Context: an optimization exercise on an open-source flow, tuned for small area, a short achievable clock period and few clock cycles per item. The choices shown serve that exercise and are no tape-out recipe.
Only simulation tests tie the RTL to the original design; equivalence was not proved.

===== design/flow/config.mk =====
export PLATFORM = sky130hd
export DESIGN_NAME = therm_lane
export DESIGN_NICKNAME = therm_lane
export VERILOG_FILES = /design/flow/design.v
export SDC_FILE = /design/flow/constraint.sdc
export NUM_CORES = 4
export LEC_CHECK = 0
export ABC_AREA = 1
export CAP_MARGIN = 20
export CORE_MARGIN = 2
export CORE_UTILIZATION = 40
export PLACE_DENSITY = 0.6
export SLEW_MARGIN = 20

===== design/flow/constraint.sdc =====
create_clock -name core_clock -period 18.0 [get_ports {clk}]
set_input_delay 3.6000 -clock core_clock [delete_from_list [all_inputs] [get_ports {clk}]]
set_output_delay 3.6000 -clock core_clock [all_outputs]
set_load 0.01 [all_outputs]

===== design/flow/design.v =====
module fp32_mul (
    input  wire [31:0] a,
    input  wire [31:0] b,
    output reg  [31:0] y
);
    wire        sy = a[31] ^ b[31];
    wire [7:0]  ea = a[30:23];
    wire [7:0]  eb = b[30:23];
    wire [22:0] fa = a[22:0];
    wire [22:0] fb = b[22:0];
    wire a_ez = (ea == 8'h00);
    wire b_ez = (eb == 8'h00);
    wire a_em = (ea == 8'hFF);
    wire b_em = (eb == 8'hFF);
    wire a_fz = (fa == 23'd0);
    wire b_fz = (fb == 23'd0);
    wire a_nan  = a_em & ~a_fz;
    wire b_nan  = b_em & ~b_fz;
    wire a_inf  = a_em & a_fz;
    wire b_inf  = b_em & b_fz;
    wire a_zero = a_ez & a_fz;
    wire b_zero = b_ez & b_fz;
    wire [23:0] ma = {~a_ez, fa};
    wire [23:0] mb = {~b_ez, fb};
    function [4:0] lzc24(input [23:0] m);
        integer i;
        begin
            lzc24 = 5'd24;
            for (i = 0; i < 24; i = i + 1)
                if (m[i]) lzc24 = 5'd23 - i[4:0];
        end
    endfunction
    function [4:0] tzc24(input [23:0] m);
        integer i;
        begin
            tzc24 = 5'd24;
            for (i = 23; i >= 0; i = i - 1)
                if (m[i]) tzc24 = i[4:0];
        end
    endfunction
    wire [4:0] lza = lzc24(ma);
    wire [4:0] lzb = lzc24(mb);
    wire [5:0] lzs = lza + lzb;       
    wire [5:0] tzs = tzc24(ma) + tzc24(mb);
    wire [47:0] p = ma * mb;
    wire signed [10:0] E0 = $signed({3'b0, ea}) + $signed({10'b0, a_ez})
                          + $signed({3'b0, eb}) + $signed({10'b0, b_ez})
                          - $signed({5'b0, lzs}) - 11'sd127;
    wire [47:0] q = p << lzs;
    wire        e_pos  = ~E0[10] & (E0 != 0);           
    wire        e_zero = (E0 == 0);
    wire        normal = e_pos | (e_zero & q[47]);
    wire [10:0] nE0 = -E0;
    wire [5:0]  rs  = (E0[10] & (nE0 > 11'd48)) ? 6'd48 : (E0[10] ? nE0[5:0] : 6'd0);
    wire [47:0] qr  = q >> rs;
    wire        st_r = ({1'b0, tzs} + {1'b0, lzs}) < {1'b0, rs};
    wire [47:0] m  = normal ? (q[47] ? q : {q[46:0], 1'b0}) : qr;
    wire [7:0]  ef = normal ? (E0[7:0] + {7'd0, q[47]}) : 8'd0;
    wire        ovf = normal & ((E0 + {10'd0, q[47]}) > 11'sd254);
    wire        guard = m[23];
    wire        stk   = (|m[22:0]) | (~normal & st_r);
    wire        rup   = guard & (stk | m[24]);
    wire [30:0] mag   = {ef, m[46:24]} + {30'd0, rup};
    always @* begin
        if (a_nan | b_nan | (a_inf & b_zero) | (b_inf & a_zero))
            y = 32'h7FC00000;
        else if (a_inf | b_inf | ovf)
            y = {sy, 8'hFF, 23'd0};
        else if (a_zero | b_zero | (a_ez & b_ez))
            y = {sy, 31'd0};
        else
            y = {sy, mag};
    end
endmodule
module fp32_add (
    input  wire [31:0] a,
    input  wire [31:0] b,
    output reg  [31:0] y
);
    wire a_em = (a[30:23] == 8'hFF);
    wire b_em = (b[30:23] == 8'hFF);
    wire a_nan = a_em & (a[22:0] != 0);
    wire b_nan = b_em & (b[22:0] != 0);
    wire a_inf = a_em & (a[22:0] == 0);
    wire b_inf = b_em & (b[22:0] == 0);
    wire        swap = b[30:0] > a[30:0];
    wire [31:0] x    = swap ? b : a;
    wire [31:0] z    = swap ? a : b;
    wire        sx = x[31];
    wire        sub = x[31] ^ z[31];
    wire [7:0]  ex = x[30:23];
    wire [7:0]  ez = z[30:23];
    wire        xn = (ex != 0);
    wire        zn = (ez != 0);
    wire [7:0]  xx = {ex[7:1], ex[0] | ~xn};
    wire [23:0] mx = {xn, x[22:0]};
    wire [23:0] mz = {zn, z[22:0]};
    wire [7:0]  d  = ex - ez - {7'd0, zn ^ xn};
    function [4:0] tzc24(input [23:0] m);
        integer i;
        begin
            tzc24 = 5'd24;
            for (i = 23; i >= 0; i = i - 1)
                if (m[i]) tzc24 = i[4:0];
        end
    endfunction
    wire [4:0]  ds  = (d > 8'd26) ? 5'd27 : d[4:0];
    wire [26:0] mzs = {mz, 3'b000} >> ds;
    wire        st  = (d > 8'd26) ? (mz != 0) : ({1'b0, tzc24(mz)} + 6'd3 < {1'b0, ds});
    wire [26:0] mza = {mzs[26:1], mzs[0] | st};
    wire [27:0] s = sub ? ({1'b0, mx, 3'b000} - {1'b0, mza})
                        : ({1'b0, mx, 3'b000} + {1'b0, mza});
    function [4:0] lzc27(input [26:0] v);
        integer i;
        begin
            lzc27 = 5'd27;
            for (i = 0; i < 27; i = i + 1)
                if (v[i]) lzc27 = 5'd26 - i[4:0];
        end
    endfunction
    wire [4:0]  lz  = lzc27(s[26:0]);
    wire [7:0]  xm1 = xx - 8'd1;
    wire [4:0]  ls  = ({3'b0, lz} <= xm1) ? lz : xm1[4:0];
    wire [26:0] sl  = s[26:0] << ls;
    wire [26:0] sn  = s[27] ? {s[27:2], s[1] | s[0]} : sl;
    wire [8:0]  en  = s[27] ? ({1'b0, xx} + 9'd1) : ({1'b0, xx} - {4'd0, ls});
    wire [7:0]  ef  = sn[26] ? en[7:0] : 8'd0;
    wire        guard = sn[2];
    wire        stk   = sn[1] | sn[0];
    wire        rup   = guard & (stk | sn[3]);
    wire [30:0] mag   = {ef, sn[25:3]} + {30'd0, rup};
    always @* begin
        if (a_nan | b_nan | (a_inf & b_inf & (a[31] != b[31])))
            y = 32'h7FC00000;
        else if (a_inf)
            y = a;
        else if (b_inf)
            y = b;
        else if (s == 28'd0)
            y = {sub ? 1'b0 : sx, 31'd0};
        else if (en >= 9'd255)
            y = {sx, 8'hFF, 23'd0};
        else
            y = {sx, mag};
    end
endmodule
module therm_lane (
    input  wire         clk,
    input  wire         rst,
    input  wire         in_valid,
    output wire         in_ready,
    input  wire [127:0] in_a,       
    input  wire [127:0] in_c,       
    input  wire [127:0] in_theta,   
    input  wire [31:0]  in_p,       
    input  wire [31:0]  in_tref,    
    output wire         out_valid,
    input  wire         out_ready,
    output wire [127:0] out_theta,  
    output wire [31:0]  out_tj      
);
    reg  ov_r;
    wire stall = ov_r & ~out_ready;
    reg  [2:0] cnt;
    wire       issue = ~stall & ((cnt != 3'd0) | in_valid);
    wire [1:0] ik = cnt[2:1];
    reg  [31:0] op_x, op_y;    
    reg         vm;            
    reg  [2:0]  sm;            
    always @(posedge clk) begin
        if (rst) begin
            cnt <= 3'd0;
            vm  <= 1'b0;
        end else if (!stall) begin
            vm <= issue;
            sm <= cnt;
            if (issue) cnt <= cnt + 3'd1;
        end
        if (issue) begin
            op_x <= cnt[0] ? in_c[32*ik +: 32] : in_a[32*ik +: 32];
            op_y <= cnt[0] ? in_p              : in_theta[32*ik +: 32];
        end
    end
    assign in_ready = (cnt == 3'd7);
    wire [31:0] mul_r;
    fp32_mul u_mul (.a(op_x), .b(op_y), .y(mul_r));
    reg  [31:0] p1, p2;        
    reg         vp;
    reg  [2:0]  sp;
    always @(posedge clk) begin
        if (rst)
            vp <= 1'b0;
        else if (!stall) begin
            vp <= vm;
            sp <= sm;
        end
        if (!stall && vm) begin
            p1 <= mul_r;
            p2 <= p1;
        end
    end
    wire        do_th = vp & sp[0];
    reg         do_tj;
    reg  [1:0]  kt;
    reg  [31:0] th_last;
    reg  [127:0] oth;
    reg  [31:0]  otj;
    wire [31:0] add_x = do_th ? p2 : ((kt == 2'd0) ? in_tref : otj);
    wire [31:0] add_y = do_th ? p1 : th_last;
    wire [31:0] add_r;
    fp32_add u_add (.a(add_x), .b(add_y), .y(add_r));
    always @(posedge clk) begin
        if (rst) begin
            do_tj <= 1'b0;
            ov_r  <= 1'b0;
        end else begin
            if (!stall) do_tj <= do_th;
            ov_r <= (!stall & do_tj & (kt == 2'd3)) | stall;
        end
        if (!stall) begin
            if (do_th) begin
                kt      <= sp[2:1];
                th_last <= add_r;
                oth[32*sp[2:1] +: 32] <= add_r;
            end
            if (do_tj)
                otj <= add_r;
        end
    end
    assign out_valid = ov_r;
    assign out_theta = oth;
    assign out_tj    = otj;
endmodule

===== design/flow/run.sh =====
#!/bin/bash
# synth_recipe.tcl (not shown) runs the flow's synth.tcl, then flattens the netlist and writes it again
# the make line also repeats each setting of config.mk as NAME=value (left out here)
make -C /OpenROAD-flow-scripts/flow DESIGN_CONFIG=/design/flow/config.mk WORK_HOME=/design/flow/orfs CLKGATE_MAP_FILE= SYNTH_SCRIPT=/design/flow/synth_recipe.tcl finish

==> run_results.csv <==
group,metric,value,unit
critical_path,reg2reg_depth,98,
critical_path,critPathKind,"input port to flop",
yosys,yosysWarnings,3,
drt,viasPerCell,5.28,
drt,routed_wl,216000,um
die,die_h,374,um
yosys,synthCells,8044,
grt,grt_pass1_vias,56050,
placed_design,dp_hpwl,174000,um
drt,dr.first_iter.drc_count,4746,
cts,htreeDepth,2,
run_status,status,"finished clean",
yosys,syn_nets,9321,
die,die-area,140000,um^2
yosys,synthArstFlopShare,0,
die,ioPinCount,614,
timing,worstMarginPinSlew,1.15,ns
drt,wl_per_cell,20.2,um
critical_path,crit_path_top_delay_cell,"or4_4",
timing,worst_slack,0.563,ns
timing,skew,0.0247,ns
layout,areaGrowthSynthToFinish,24.6,%
critical_path,path_buf_inv,21,
timing,fin_crit_sh,0.969,
timing,slew_headroom,0.227,
cts,cts_buffer_depth,3,
timing,finalMaxSlewViolations,0,
die,rows,135,
drt,vias,56541,
die,core-area,136000,um^2
grt,track_usage,0.300,
critical_path,cp.arrival,17.75,ns
cts,cts-root-buf,"clkbuf_16",
placed_design,place_area,65600,um^2
layout,fin_area,68100,um^2
timing,clock.fmax,0.0573,GHz
yosys,synth_edf_count,328,
cts,cts_tree,"done",
cts,cts_sinks,335,
yosys,dominantRegCellSynth,"edfxtp_1",
critical_path,crit_family,"simple AND/OR/NAND/NOR gates",
drt,drc,0,
layout,nets,10157,
critical_path,slowest_delay,0.56,ns
cts,cts_made_buffers,40,
placed_design,gp_congestion,0.997,
critical_path,r2r_end,"oth[21]",
critical_path,cp_common_cell,"nand2_2",
critical_path,cp_data_required_time,18.31,ns
timing,finalSetupViolCount,0,
grt,grt_start_max_net_pins,143,
timing,holdWs,0.419,ns
cts,ctsHoldBuffers,0,
placed_design,preCtsSetupSlack,-0.874,ns
placed_design,port_buffers,613,
drt,drt_first_pass_iters,6,
layout,final_common_cell,"nand2_1",
yosys,seq_area_frac_synth,0.183,
timing,period_minus_slack,17.44,ns
run,cap_violations,0,
critical_path,crit_fanout,10,
min_path,min_to,"sp[0]",
layout,stdcell_count,10700,
critical_path,r2r-start,"sp[0]",
cts,clk_pin_slew_worst_paths,0.06,ns
timing,hold_viol,0,
yosys,synth_cell_types,78,
critical_path,reg2reg_slack,1.97,ns
placed_design,dp.cells,10568,
yosys,avgSynthCellArea,6.80,um^2
layout,drive_above_1_share,0.112,
grt,antenna_found_initial,10,
grt,grt_overflow,0,
layout,final_cell_mix,"2122 x nand2_1, 1252 x inv_1, 834 x nor2_1",
cts,worstSkewPairLatency,0.61,ns
layout,fill_cells,13650,
critical_path,crit_path_end_kind,"flop",
yosys,ys_seq_elements,335,
min_path,hp-class,"flop to flop",
grt,grt_pass1_wl,326000,um
min_path,min_from,"sm[0]",
die,start_util,0.403,
min_path,whs_path_depth,0,
drt,ant_nets,0,
yosys,syn_area,54700,um^2
die,die_w,374,um
critical_path,start_kind,"input port",
==> final cells by class <==
type	count	area, um^2	share of cell area
Antenna cell	8	20.0	0.000294
Clock buffer	44	1020	0.0149
Sequential cell	335	10000	0.147
Tap cell	1781	2230	0.0327
Multi-Input combinational cell	5958	38600	0.566
Inverter	1313	4950	0.0726
Timing Repair Buffer	1231	11000	0.161
Clock inverter	29	372	0.00545
Timing Repair inverter	1	7.51	0.000110
==> cells in the mapped netlist, types with 12 or more instances <==
master | count | area share
nand2_1 | 2139 | 0.15
inv_1 | 1269 | 0.087
nor2_1 | 858 | 0.059
o21ai_0 | 675 | 0.062
fa_1 | 501 | 0.18
nand3_1 | 399 | 0.037
clkbuf_1 | 338 | 0.023
edfxtp_1 | 328 | 0.18
ha_1 | 324 | 0.074
a21oi_1 | 219 | 0.020
a31oi_1 | 90 | 0.010
o21ai_1 | 80 | 0.0073
xor2_1 | 79 | 0.013
nand4_1 | 70 | 0.0080
o22ai_1 | 65 | 0.0074
o211ai_1 | 51 | 0.0070
nor3_1 | 40 | 0.0037
inv_2 | 35 | 0.0024
buf_1 | 34 | 0.0023
buf_2 | 34 | 0.0031
nand2_2 | 30 | 0.0034
nor4_1 | 29 | 0.0033
or2_2 | 28 | 0.0032
xnor2_1 | 26 | 0.0042
o21a_1 | 25 | 0.0034
mux2i_1 | 21 | 0.0038
nor2_2 | 19 | 0.0022
o21bai_1 | 18 | 0.0025
o31ai_1 | 18 | 0.0025
o21ai_2 | 16 | 0.0026
a211oi_1 | 15 | 0.0021
a22o_1 | 14 | 0.0022
buf_6 | 14 | 0.0029
nand3_2 | 13 | 0.0024
buf_4 | 12 | 0.0016
==> stage by stage <==
step | util | setup TNS (ns)
floorplan | - | 0
global placement | 0.484 | -71.10
detailed placement | 0.484 | -96.60
CTS | 0.494 | 0
global route | 0.502 | -18.83
finish | 0.502 | 0
==> cells by family (layout without fill, tap and decap cells) <==
| logic type | after synthesis | count (layout) | share of synthesized area |
|---|---|---|---|
| flops | 335 | 335 | 0.183 |
| simple gates | 3665 | 3665 | 0.275 |
| fa+ha+maj | 825 | 825 | 0.258 |
| compound gates | 1339 | 1339 | 0.138 |
| mux | 21 | 21 | 0.00384 |
| other cells | 0 | 8 | 0 |
| xor+xnor | 108 | 108 | 0.0179 |
| buf+inv | 1751 | 2618 | 0.125 |
==> metal layers <==
layer,global-route usage,share of wire,up-vias
met3,0.0284,0.052,450
met5,0,0,-
li1,-,-,27185
met2,0.546,0.51,1987
met4,0.139,0.051,0
met1,0.353,0.39,26919
==> flip-flops by register name, summed over array words and instances (netlist names) <==
register and count:
op_x 32, p2 32, oth 128, cnt 3, otj 32, th_last 32, ov_r 1, sm 3
sp 3, do_tj 1, p1 32, vp 1, vm 1, kt 2, op_y 32
==> worst register-to-register path: cells and delay by family, from the launching register on <==
kind | cells | cell delay [ns]
and+or+nand+nor | 40 | 5.99
AOI/OAI and AO/OA | 24 | 3.60
buffers and inverters | 23 | 2.94
adders and majority gates | 7 | 2.08
xor gates and xnor gates | 4 | 0.69
DFF | 1 | 0.40
==> repair_timing <==
action,CTS,global route
endpoints found under the setup margin,25,186
cloned,0,3
pin swaps,0,97
gates resized for setup,4,198
buffers inserted,0,45
==> how the worst max path moves through the flow <==
stage,from,to,cells after the start
after floorplan,in_tref[22],oth[76],106
after global placement,in_tref[22],oth[96],100
after detailed placement,in_tref[22],oth[96],99
after CTS,in_tref[22],oth[104],100
after global routing,in_tref[11],oth[8],104
final,in_tref[20],oth[21],96
Testbench counts, summed over its fixed seeds: cycles 64,032, items 8,000.

==> port drivers added, routing unchanged <==
In the flow no input, the clock included, has a driving cell. The finished layout below was timed again as built, in two steps. Step 1 assumes that a clkbuf_16 drives the clock port and a buf_2 every other input. Step 2, shift: input delay + t, output delay - t, t = (earliest + latest rising clock arrival at the registers) / 2. This alone moves slack from input paths to output paths. Slacks: ideal / step 1 / step 2; pairs: ideal / step 1.
t, ns: 0.677
slack for setup (ns): 0.563 / 0.604 / -0.074
worst setup path at the end: input to register
worst data-port slew with drivers (ns): 0.13
With both steps, setup timing fails in this run, where it was met with ideal ports. For this run, drivers alone change the setup slack by +0.041 ns; drivers and shift together by -0.637 ns.
